From an optimization exercise on the open Yosys and OpenROAD flow, aimed at small area, a short achievable clock period and few clock cycles; shortcuts taken in it are not production practice. No run shown here included a check of the RTL's function; only the layout flow was run. Power and IR drop assume default switching activity.

--- design.v ---
module police_meter #(
    parameter M  = 8,            
    parameter MW = 3             
) (
    input  wire        clk,
    input  wire        rst,
    input  wire        req_valid,
    output wire        req_ready,
    input  wire [1:0]  req_op,         
    input  wire [MW-1:0] req_meter,
    input  wire [47:0] req_time,       
    input  wire [13:0] req_len,        
    input  wire [7:0]  req_event,      
    input  wire [23:0] req_rate,       
    input  wire [20:0] req_burst,      
    input  wire        req_mode,       
    input  wire [5:0]  req_overhead,   
    input  wire [7:0]  req_open_id,    
    input  wire [7:0]  req_close_id,   
    input  wire [2:0]  req_flags,      
    output reg         resp_valid,
    output reg  [1:0]  resp_code,      
    output reg  [71:0] resp_tat,
    output reg  [M-1:0] resp_gates
);
    localparam OP_FRAME  = 2'd0;
    localparam OP_EVENT  = 2'd1;
    localparam OP_COMMIT = 2'd2;
    localparam OP_REMOVE = 2'd3;
    integer k;
    reg  [71:0]  tat   [0:M-1];
    reg  [46:0]  tper  [0:M-1];    
    reg  [66:0]  btv   [0:M-1];    
    reg  [5:0]   xoh   [0:M-1];    
    reg  [7:0]   oid   [0:M-1];
    reg  [7:0]   cid   [0:M-1];
    reg  [M-1:0] gctl;
    reg  [M-1:0] present;
    reg  [M-1:0] gate;             
    reg          rdy;
    reg          s1_v;
    reg  [1:0]   s1_op;
    reg  [MW-1:0] s1_m;
    reg  [47:0]  s1_time;
    reg  [7:0]   s1_ev;            
    reg  [14:0]  s1_x;             
    reg  [46:0]  s1_t;             
    reg  [23:0]  s1_rate;
    reg  [20:0]  s1_burst;
    reg  [5:0]   s1_xoh;
    reg  [7:0]   s1_oid;
    reg  [7:0]   s1_cid;
    assign req_ready = rdy;
    wire         acc_commit = req_valid && rdy && req_op == OP_COMMIT;
    reg          dv_run;
    reg          dv_fin;
    reg  [4:0]   dv_cnt;
    reg  [23:0]  dv_rem;
    reg  [47:0]  dv_q;
    reg  [66:0]  dv_p;
    wire         in_byp  = dv_fin && req_meter == s1_m;
    wire [46:0]  in_t    = in_byp ? dv_q[46:0] : tper[req_meter];
    wire [5:0]   in_xoh  = in_byp ? s1_xoh     : xoh[req_meter];
    wire [24:0]  in_r3   = {1'b0, req_rate} + {req_rate, 1'b0};
    wire [21:0]  in_b3   = {1'b0, req_burst} + {req_burst, 1'b0};
    always @(posedge clk) begin
        if (rdy) begin
            s1_op    <= req_op;
            s1_m     <= req_meter;
            s1_time  <= req_time;
            s1_ev    <= (req_op == OP_COMMIT) ? {5'd0, req_flags} : req_event;
            s1_x     <= (req_op == OP_COMMIT) ? 15'd0 : {1'b0, req_len} + {9'd0, in_xoh};
            s1_t     <= (req_op == OP_COMMIT) ? {in_r3, in_b3} : in_t;
            s1_rate  <= req_rate;
            s1_burst <= req_burst;
            s1_xoh   <= req_mode ? req_overhead : 6'd0;
            s1_oid   <= req_open_id;
            s1_cid   <= req_close_id;
        end
    end
    wire [47:0]  n48 = {1'b0, 23'd6400000, 1'b0, req_rate[23:1]};
    reg  [23:0]  dv_rem0;
    reg  [47:0]  dv_q0;
    reg  [4:0]   dv_n0;            
    always @* begin
        if (req_rate > 24'd6400000) begin
            dv_rem0 = n48[47:24]; dv_q0 = {n48[23:0], 24'd0}; dv_n0 = 5'd11;
        end else if (req_rate > 24'd25000) begin
            dv_rem0 = {8'd0, n48[47:32]}; dv_q0 = {n48[31:0], 16'd0}; dv_n0 = 5'd15;
        end else if (req_rate > 24'd97) begin
            dv_rem0 = {16'd0, n48[47:40]}; dv_q0 = {n48[39:0], 8'd0}; dv_n0 = 5'd19;
        end else begin
            dv_rem0 = 24'd0; dv_q0 = n48; dv_n0 = 5'd23;
        end
    end
    wire [24:0]  dv_r3   = s1_t[46:22];
    wire [21:0]  dv_b3   = s1_t[21:0];
    wire [25:0]  dv_x    = {dv_rem, dv_q[47:46]};
    wire [26:0]  dv_d1   = {1'b0, dv_x} - {3'd0, s1_rate};
    wire [26:0]  dv_d2   = {1'b0, dv_x} - {2'd0, s1_rate, 1'b0};
    wire [26:0]  dv_d3   = {1'b0, dv_x} - {2'd0, dv_r3};
    wire [1:0]   dv_dig  = !dv_d3[26] ? 2'd3 : !dv_d2[26] ? 2'd2 : !dv_d1[26] ? 2'd1 : 2'd0;
    wire [23:0]  dv_remn = !dv_d3[26] ? dv_d3[23:0] : !dv_d2[26] ? dv_d2[23:0] :
                           !dv_d1[26] ? dv_d1[23:0] : dv_x[23:0];
    wire [21:0]  dv_db   = (dv_dig == 2'd3) ? dv_b3 :
                           (dv_dig == 2'd2) ? {s1_burst, 1'b0} :
                           (dv_dig == 2'd1) ? {1'b0, s1_burst} : 22'd0;
    wire [23:0]  dv_plo  = {1'b0, dv_p[20:0], 2'b00} + {2'b0, dv_db};
    wire [43:0]  dv_phi  = dv_p[64:21] + {43'd0, dv_plo[23]};
    wire         c_chg   = (dv_q[46:0] != tper[s1_m]) || (dv_p != btv[s1_m]);
    wire         c_ogc   = gctl[s1_m];
    always @(posedge clk) begin
        if (rst) begin
            rdy    <= 1'b1;
            s1_v   <= 1'b0;
            dv_run <= 1'b0;
            dv_fin <= 1'b0;
        end else begin
            dv_fin <= 1'b0;
            if (rdy) begin
                s1_v <= req_valid;
                if (acc_commit) begin
                    rdy    <= 1'b0;
                    dv_run <= 1'b1;
                end
            end
            if (dv_run) begin
                if (dv_cnt == 5'd0) begin
                    dv_run <= 1'b0;
                    dv_fin <= 1'b1;
                    rdy    <= 1'b1;
                end
            end
        end
        if (acc_commit) begin
            dv_rem <= dv_rem0;
            dv_q   <= dv_q0;
            dv_p   <= 67'd0;
            dv_cnt <= dv_n0;
        end else if (dv_run) begin
            dv_rem <= dv_remn;
            dv_q   <= {dv_q[45:0], dv_dig};
            dv_p   <= {dv_phi, dv_plo[22:0]};
            dv_cnt <= dv_cnt - 5'd1;
        end
        if (dv_fin) begin
            tper[s1_m] <= dv_q[46:0];
            btv[s1_m]  <= dv_p;
            xoh[s1_m]  <= s1_xoh;
            oid[s1_m]  <= s1_oid;
            cid[s1_m]  <= s1_cid;
            gctl[s1_m] <= s1_ev[0];
        end
    end
    reg          s2_v;
    reg  [1:0]   s2_op;
    reg  [MW-1:0] s2_m;
    reg  [47:0]  s2_time;
    reg  [7:0]   s2_ev;            
    reg  [61:0]  s2_xt;
    always @(posedge clk) begin
        if (rst)
            s2_v <= 1'b0;
        else
            s2_v <= s1_v && (s1_op != OP_COMMIT || dv_fin);
        s2_op   <= s1_op;
        s2_m    <= s1_m;
        s2_time <= s1_time;
        s2_ev   <= (s1_op == OP_COMMIT) ? {3'd0, c_ogc, c_chg, s1_ev[2:0]} : s1_ev;
        s2_xt   <= s1_x * s1_t;
    end
    wire [71:0]  tc       = tat[s2_m];            
    wire [66:0]  bt       = btv[s2_m];
    wire [71:0]  now      = {s2_time, 24'd0};
    wire [71:0]  s3_sum   = tc + {10'd0, s2_xt};                        
    wire [71:0]  s3_nb    = {s2_time + {5'd0, bt[66:24]}, bt[23:0]};    
    wire [71:0]  s3_nx    = {s2_time + {10'd0, s2_xt[61:24]}, s2_xt[23:0]};  
    wire         s3_ge    = tc[71:24] >= s2_time;                       
    wire         s3_conf  = s3_ge ? (s3_sum <= s3_nb) : ({5'd0, s2_xt} <= bt);
    wire [71:0]  s3_new   = s3_ge ? s3_sum : s3_nx;
    wire         s3_pres  = present[s2_m];
    wire         s3_gate  = gate[s2_m];
    wire         s3_pass  = s3_pres && s3_gate && s3_conf;
    wire [4:0]   s3_cf    = s2_ev[4:0];           
    wire         s3_cwr   = !s3_pres || s3_cf[3];
    wire [71:0]  s3_ctat  = s3_cf[2] ? now : s3_nb;
    wire         s3_cgate = !s3_pres      ? (s3_cf[0] ? s3_cf[1] : 1'b1) :
                            !s3_cf[0]     ? 1'b1 :
                            !s3_cf[4]     ? s3_cf[1] :
                                            s3_gate;
    wire [M-1:0] s3_sel   = {{(M-1){1'b0}}, 1'b1} << s2_m;
    reg  [M-1:0] gate_nx;
    reg  [M-1:0] present_nx;
    reg  [1:0]   code_nx;
    reg  [71:0]  rtat_nx;
    reg  [71:0]  result;                          
    reg          ev_o, ev_c;
    always @* begin
        gate_nx    = gate;
        present_nx = present;
        code_nx    = 2'd0;
        rtat_nx    = 72'd0;
        result     = tc;
        case (s2_op)
            OP_FRAME: begin
                code_nx = !s3_pres ? 2'd3 : !s3_gate ? 2'd1 : s3_conf ? 2'd0 : 2'd2;
                if (s3_pass)
                    result = s3_new;
                rtat_nx = s3_pres ? result : 72'd0;
            end
            OP_EVENT: begin
                for (k = 0; k < M; k = k + 1) begin
                    ev_o = oid[k] == s2_ev;
                    ev_c = cid[k] == s2_ev;
                    if (present[k] && gctl[k]) begin
                        if (ev_o && ev_c)
                            gate_nx[k] = !gate[k];
                        else if (ev_o)
                            gate_nx[k] = 1'b1;
                        else if (ev_c)
                            gate_nx[k] = 1'b0;
                    end
                end
            end
            OP_COMMIT: begin
                if (s3_cwr)
                    result = s3_ctat;
                rtat_nx    = result;
                present_nx = present | s3_sel;
                gate_nx    = s3_cgate ? (gate | s3_sel) : (gate & ~s3_sel);
            end
            default: begin
                present_nx = present & ~s3_sel;
                gate_nx    = gate & ~s3_sel;
            end
        endcase
    end
    always @(posedge clk) begin
        if (rst) begin
            resp_valid <= 1'b0;
            present    <= {M{1'b0}};
            gate       <= {M{1'b0}};
        end else begin
            resp_valid <= s2_v;
            if (s2_v) begin
                present <= present_nx;
                gate    <= gate_nx;
            end
        end
        if (s2_v && (s2_op == OP_FRAME || s2_op == OP_COMMIT))
            tat[s2_m] <= result;
        resp_code  <= code_nx;
        resp_tat   <= rtat_nx;
        resp_gates <= gate_nx;
    end
endmodule
--- run.sh ---
#!/bin/bash
# synth_recipe.tcl (not shown) runs the flow's synth.tcl, then flattens the netlist and writes it again
# the make line also repeats each setting of config.mk as NAME=value (left out here)
make -C /OpenROAD-flow-scripts/flow DESIGN_CONFIG=/design/flow/config.mk WORK_HOME=/design/flow/orfs CLKGATE_MAP_FILE= SYNTH_SCRIPT=/design/flow/synth_recipe.tcl finish
--- config.mk ---
export PLATFORM = sky130hd
export DESIGN_NAME = police_meter
export DESIGN_NICKNAME = police_meter
export VERILOG_FILES = /design/flow/design.v
export SDC_FILE = /design/flow/constraint.sdc
export NUM_CORES = 4
export LEC_CHECK = 0
export ABC_CLOCK_PERIOD_IN_PS = 5000
export CAP_MARGIN = 20
export CORE_MARGIN = 2
export CORE_UTILIZATION = 40
export SLEW_MARGIN = 20
--- constraint.sdc ---
create_clock -name core_clock -period 22.0 [get_ports {clk}]
set_input_delay 4.4000 -clock core_clock [delete_from_list [all_inputs] [get_ports {clk}]]
set_output_delay 4.4000 -clock core_clock [all_outputs]
set_load 0.01 [all_outputs]
==> results of run 1 <==
==> synthesized netlist by cell type (61+ instances only) <==
library cell and n:
ha_1 637, o21ai_0 405, xor2_1 222, buf_2 69, nand3_1 174, xnor2_1 361
mux4_2 606, inv_1 696, nand4_1 115, a21oi_1 476, a211oi_1 128, a31oi_1 83
dfxtp_1 297, edfxtp_1 1939, buf_1 80, o211ai_1 152, and3_1 61, nand2_1 1222
nor2_1 462, fa_1 593, clkbuf_1 419, nor3_1 123, a21o_1 222, mux2i_1 273
and2_1 368
==> worst max-delay path, stage by stage, from the launching register on <==
cell	delay, ns
dfxtp_4	0.71
buf_4	0.61
buf_12	0.46
buf_4	0.64
mux4_2	0.40
mux2i_1	0.34
inv_1	0.22
ha_1	0.50
nand2_1	0.20
or3_1	0.43
o31ai_1	0.56
o21ai_0	0.37
o21a_1	0.29
o21ai_0	0.28
a31oi_1	0.15
xnor2_1	0.18
ha_1	0.31
nand3_1	0.12
nor3_1	0.45
nand3_1	0.12
or4_1	0.51
a22o_1	0.32
a21boi_2	0.20
and2_4	0.47
buf_4	0.75
mux2i_1	0.31
nor2_1	0.06
a221oi_1	0.72
==> cells by family (layout without fill, tap and decap cells) <==
kind of cell / after synthesis / after routing
xor gates and xnor gates: 584 / 584
other: 0 / 36
muxes: 898 / 898
adders and majority gates: 1230 / 1230
and+or+nand+nor: 2786 / 2786
AOI/OAI and AO/OA: 1969 / 1969
buffers and inverters: 1282 / 1579
DFF: 2236 / 2236
==> state kept, by name (all words and copies together) (netlist names), 15 cells and up, named ones only <==
signal / count
btv: 536
cid: 64
dv_p: 67
dv_q: 48
dv_rem: 24
oid: 64
resp_tat: 72
s1_burst: 21
s1_rate: 24
s1_t: 47
s1_time: 48
s1_x: 15
s2_time: 48
s2_xt: 62
tat: 576
tper: 376
xoh: 48
==> cell type report <==
type | instances | share of cell area (%)
Clock buffer | 317 | 4.336
Tap cell | 4536 | 3.725
Antenna cell | 36 | 0.05913
Sequential cell | 2236 | 42.14
Clock inverter | 131 | 1.007
Multi-Input combinational cell | 7467 | 44.40
Timing Repair Buffer | 434 | 2.612
Inverter | 697 | 1.720
==> power by group <==
part	switching [uW]	internal (uW)	leakage (uW)
logic	9840	5350	0.0330
clock network	1730	2430	0.00397
registers	469	5100	0.0203
==> layout by cell type (no fill, tap or decap), drive strengths merged, types with 87 or more instances in the layout <==
cell type / netlist / final
xor2: 222 / 222
a21oi: 477 / 477
a21o: 222 / 222
nor3: 123 / 123
inv: 697 / 704
nand4: 115 / 115
edfxtp: 1939 / 1939
clkbuf: 420 / 317
nor2: 462 / 462
dfxtp: 297 / 297
clkdlybuf4s50: 0 / 229
and2: 369 / 369
o21ai: 425 / 425
fa: 593 / 593
o211ai: 153 / 153
mux4: 606 / 606
clkinv: 0 / 87
ha: 637 / 637
buf: 165 / 205
mux2i: 273 / 273
nand3: 174 / 174
a211oi: 128 / 128
nand2: 1224 / 1224
xnor2: 362 / 362
==> worst paths after layout <==
kind,to,slack (ns)
hold reg to reg,s2_time[47],0.34
hold / removal,s2_time[47],0.34
setup / recovery,tat[7][28],10.69
setup reg to reg,tat[7][28],10.69
==> metrics by stage <==
stage,instance area [sq um],power (uW)
after floorplan,136500,14920
final,152400,24920
after detailed placement,144100,20830
after global placement,144100,20700
after global routing,152300,26460
after CTS,152200,25060
==> per-layer routing <==
metal	global-route usage [%]	vias up	share of wire (%)
met5	0	-	0.0076
met4	10.87	6	4.4
met3	3.941	704	8.2
met2	39.77	4246	45
met1	35.72	48760	42
li1	-	40810	-
==> results_dict.tcl, run 1 <==
set metrics [dict create \
    cp-start-kind "register" \
    yosys.area.top_type "edfxtp_1" \
    setup_ws_ns 10.69 \
    postRouteAntennaNets 0 \
    clk_latency_ns 0.98 \
    hp-start "s1_time[47]" \
    slew_violations 0 \
    htree_levels 4 \
    synth-seq-area-share_pct 47.00 \
    finalCritPeriodShare_pct 51.39 \
    muxShareOfSynthArea_pct 12.15 \
    die_h_um 588.3 \
    final_cell_count_no_fill 15850 \
    worstPathRequired_ns 22.56 \
    clk_path_buf_depth 4 \
    cts_setup_buffers 0 \
    avgSynthCellArea_sq_um 12.43 \
    die_w_um 588.3 \
    routedWlPerCell_um 28.37 \
    path_max_fanout 89 \
    initial_core_util_pct 40.19 \
    cts_buffers 238 \
    maxSlewHeadroom_pct 16.58 \
    r2r_cells 27 \
    cts_tree "yes" \
    yosysTopAreaCellShare_pct 42.64 \
    antenna_found_initial 45 \
    fin_hold_ws_ns 0.3359 \
    grt_use_total_pct 25.59 \
    io_pins 233 \
    setup_viol 0 \
    cts.repair.resized 0 \
    fill_cells 30480 \
    synth_edf_count 1939 \
    nets 12450 \
    routed_wl_um 449800 \
    worst_pin_slew_ns 1.216 \
    synthSimpleGateAreaFrac_pct 9.482 \
    viasPerCell 5.962 \
    cts_sinks 2236 \
    synth-adder-area-share_pct 14.53 \
    root_buffer "clkbuf_16" \
    final_util_pct 44.84 \
    coreArea_sq_mm 0.3398 \
    firstDrtPassIters 6 \
    multiInputGateArea_sq_mm 0.06764 \
    worstSetupPathType "reg -> reg" \
    place_ws_ns 10.77 \
    syn_to_final_growth_pct 11.58 \
    drive_above_1_share_pct 11.52 \
    peakVddDrop_uv 611.0 \
    io_buffers 232 \
    fmax_ghz 0.08845 \
    fin_crit_ns 11.31 \
    synth_top_family_by_area "adder cells" \
    synth.area.top_cells "edfxtp_1 (43%), mux4_2 (10%), fa_1 (8.7%)" \
    synth-xor-area-share_pct 3.751 \
    dp.final_hpwl_um 319300 \
    fin_worst_skew_ns 0.1272 \
    r2r-start "s2_m[1]" \
    synth_flop_cell "edfxtp_1" \
    syn-instance-count 10990 \
    hp-class "reg -> reg" \
    powerDensity_mw_per_mm2 163.5 \
    core.rowCount 214 \
    synthArstFlopShare_pct 0 \
    ys_warn_count 1 \
    synthDistinctLibCells 97 \
    syn-num-nets 12360 \
    drt-initial-drc-count 9758 \
    gr-total-overflow 0 \
    drc 0 \
    syn-cell-area_sq_mm 0.1365 \
    place_congestion 0.9565 \
    synth-seq-cells 2236 \
    cp_data_arrival_time_ns 11.87 \
    grt_start_max_net_pins 120 \
    p_leak_uw 0.05725 \
    status "complete, no violations" \
    rsz0062_at_grt "false" \
    seqCellArea_sq_mm 0.06421 \
    dieArea_sq_mm 0.3461 \
    vias 94530 \
    crit_start "s2_m[1]" \
    grt_pass1_vias 95290 \
    hold_buffers 0 \
    max-cap-violations 0 \
    synth_compound_area_share_pct 9.433 \
    grt_pass1_wl_um 653400 \
    fin_tns_setup_ns 0 \
    path_clk_slew_ns 0.06 \
    finalHoldViolCount 0 \
    hold_depth 0 \
    end_kind "register" \
    place_inst 15370 \
]
==> inputs of run 2 (changes only) <==
==> flow/run.sh (new file) <==
#!/bin/bash
set -euo pipefail
export SETUP_SLACK_MARGIN=15
bash standard.sh > flow_make.log 2>&1
==> standard.sh (new file) <==
#!/bin/bash
# synth_recipe.tcl (not shown) runs the flow's synth.tcl, then flattens the netlist and writes it again
# the make line also repeats each setting of config.mk as NAME=value (left out here)
make -C /OpenROAD-flow-scripts/flow DESIGN_CONFIG=/design/flow/config.mk WORK_HOME=/design/flow/orfs CLKGATE_MAP_FILE= SYNTH_SCRIPT=/design/flow/synth_recipe.tcl "${@:-finish}"
removed: run.sh
==> results_dict.tcl, run 2 <==
set metrics [dict create \
    path_clk_slew_ns 0.06 \
    cp_data_arrival_time_ns 8.84 \
    avgSynthCellArea_sq_um 12.43 \
    syn-instance-count 10990 \
    synthArstFlopShare_pct 0 \
    htree_levels 4 \
    worstSetupPathType "reg -> reg" \
    cts_tree "yes" \
    worstPathRequired_ns 22.72 \
    crit_cells 48 \
    max-cap-violations 0 \
    core.rowCount 214 \
    reg.largest.list "tat (576), btv (536), tper (376)" \
    hold_depth 0 \
    fin_worst_skew_ns 0.1118 \
    place_area_sq_mm 0.1450 \
    slew_violations 0 \
    postRouteAntennaNets 0 \
    synth_edf_count 1939 \
    fill_cells 29450 \
    coreArea_sq_mm 0.3398 \
    routedWlPerCell_um 29.46 \
    synth_flop_cell "edfxtp_1" \
    finalHoldViolCount 0 \
    antenna_found_initial 47 \
    grt_use_total_pct 26.94 \
    dp.final_hpwl_um 315800 \
    clk_path_buf_depth 4 \
    worst_pin_slew_ns 1.219 \
    worst-path-buf-inv 34 \
    syn-num-nets 12360 \
    dieArea_sq_mm 0.3461 \
    drt-initial-drc-count 10960 \
    gr-total-overflow 0 \
    cts_buffers 239 \
    die_w_um 588.3 \
    cpLargestDelayFamily "buffers and inverters" \
    syn-cell-area_sq_mm 0.1365 \
    ys_warn_count 1 \
    place_congestion 0.9458 \
    drc 0 \
    setup_ws_ns 13.89 \
    synthDistinctLibCells 97 \
    viasPerCell 6.019 \
    grtUsageMet3_pct 4.203 \
    drive_above_1_share_pct 20.54 \
    switching_power_uw 12700 \
    setup_viol 0 \
    yosys.area.top_type "edfxtp_1" \
    crit_top_cell "buf_6" \
    yosysTopAreaCellShare_pct 42.64 \
    initial_core_util_pct 40.19 \
    final_common_cell "edfxtp_1" \
    clk_latency_ns 0.98 \
    p_int_uw 14310 \
    place_ws_ns 10.32 \
    largest_reg_flops 576 \
    peakVddDrop_uv 733.0 \
    power.clock.fraction_pct 15.7 \
    swShare_pct 47.00 \
    cts_sinks 2236 \
    r2r_cells 48 \
    yosysMostFrequentCell "edfxtp_1" \
    die_h_um 588.3 \
    end_kind "register" \
    yosys-top-cells-count "edfxtp_1 (1939), nand2_1 (1222), inv_1 (696)" \
    grt_start_max_net_pins 121 \
    synth.area.top_cells "edfxtp_1 (43%), mux4_2 (10%), fa_1 (8.7%)" \
    top_usage_layer "met2" \
    seq_power_share_pct 20.7 \
    grt_pass1_vias 97820 \
    io_buffers 232 \
    powerDensity_mw_per_mm2 165.1 \
    layout_common_cells "edfxtp_1 (1939), nand2_1 (1153), inv_1 (680)" \
    hp-class "reg -> reg" \
    vias 98170 \
    finalCritPeriodShare_pct 36.87 \
    synth-seq-cells 2236 \
    combPwrFrac_pct 63.6 \
    cpPeakStageDelay_ns 0.55 \
    regMostFlops "tat" \
    firstDrtPassIters 6 \
    p_total_uw 27010 \
    met2_usage_pct 42.31 \
    cp-start-kind "register" \
    io_pins 233 \
    routed_wl_um 480500 \
    rsz0062_at_grt "true" \
    maxSlewHeadroom_pct 16.42 \
    nets 12930 \
    grt_pass1_wl_um 683400 \
    hold_buffers 0 \
    path_max_fanout 8 \
    use_met1_pct 37.00 \
    fin_area_sq_mm 0.1636 \
    syn_to_final_growth_pct 19.78 \
    status "complete, no violations" \
    synth-seq-area-share_pct 47.00 \
    root_buffer "clkbuf_16" \
    fin_crit_ns 8.112 \
    p_leak_uw 0.06153 \
    fmax_ghz 0.1233 \
    cp_slowest_cell "mux4_2" \
    fin_tns_setup_ns 0 \
]
[run 2: cell counts after synthesis]
No cell type changed its count.
[run 2: worst reg2reg max path, delay by kind of cell, from the launching register on]
family          cells  cell delay (ns)
simple gates        5             1.00
flops               1             0.47
fa+ha+maj           1             0.29
mux                 2             0.78
buf+inv            34             3.85
compound gates      6             1.47
[run 2: final timing paths]
| check | start | endpoint | slack, ns |
|---|---|---|---|
| worst min register to register | s1_ev[2] | s2_ev[2] | 0.33 |
| worst max register to register | s2_m[0] | tat[5][63] | 13.89 |
| worst min-delay path | s1_ev[2] | s2_ev[2] | 0.33 |
| worst max-delay path | s2_m[0] | tat[5][63] | 13.89 |
[run 2: cell type report]
class | instances | area (sq um) | area share, %
Timing Repair Buffer | 902 | 10420 | 6.373
Tap cell | 4536 | 5675 | 3.470
Antenna cell | 20 | 50.05 | 0.03060
Clock inverter | 123 | 1523 | 0.9310
Multi-Input combinational cell | 7473 | 72240 | 44.17
Clock buffer | 323 | 6780 | 4.146
Inverter | 697 | 2644 | 1.616
Sequential cell | 2236 | 64210 | 39.26
[run 2: power groups by stage]
stage | Sequential, uW | Clock (uW) | Combinational, uW
3_3_place_gp | 5650 | 0 | 14700
6_report | 5590 | 4230 | 17200
4_1_cts | 5560 | 4280 | 15900
5_1_grt | 5590 | 4440 | 18500
2_1_floorplan | 5350 | 0 | 9640
3_5_place_dp | 5660 | 0 | 14700
[run 2: per-layer routing]
layer,vias to the layer above,routed length (um)
met5,-,94
li1,41790,-
met2,4831,218100
met1,50660,195700
met3,871,42690
met4,14,23920
[run 2: kinds of logic after synthesis]
family	Yosys count	share of synthesized area (%)
AOI/OAI and AO/OA	1969	9.433
DFF	2236	47.00
muxes	898	12.15
buffers and inverters	1282	3.654
and+or+nand+nor	2786	9.482
adders and majority gates	1230	14.53
xor gates and xnor gates	584	3.751
[run 2: per-stage QoR]
| step | cells | util, % | hold slack [ns] |
|---|---|---|---|
| after CTS | 16170 | 47.32 | 0.3354 |
| after global routing | 16300 | 48.13 | 0.3453 |
| final | 16310 | 48.13 | 0.3335 |
| after detailed placement | 15360 | 42.68 | 0.3259 |
| after floorplan | 10990 | - | 0.3233 |
| after global placement | 15360 | 42.67 | 0.3278 |
[run 2: what timing repair did]
action / in CTS / in global routing
endpoints found under the setup margin: 785 / 741
pin swaps: 175 / 164
setup buffers: 307 / 105
resized for setup: 687 / 363
cloned: 57 / 13

-- what the ideal ports hide --
In the flow no input, the clock included, has a driving cell. The finished layouts below were timed again as built, in two steps. Step 1, drivers: a clkbuf_16 drives clk and a buf_2 each remaining input, both assumed. Step 2 moves the port delays by t, midway between the first and last clock arrival at a register: inputs arrive t later, outputs are due t later. That takes back most of the time a late clock gives input paths. Three values: ideal, step 1, step 2; two values: the first two.
run | shift t [ns] | setup slack, ns | slew at the worst register clock pin (ns)
run 1 | 1.013 | 10.694 / 10.694 / 10.694 | 0.07 / 0.07
run 2 | 1.024 | 13.888 / 13.888 / 13.888 | 0.07 / 0.07
After both steps setup and hold are still met in every run listed.
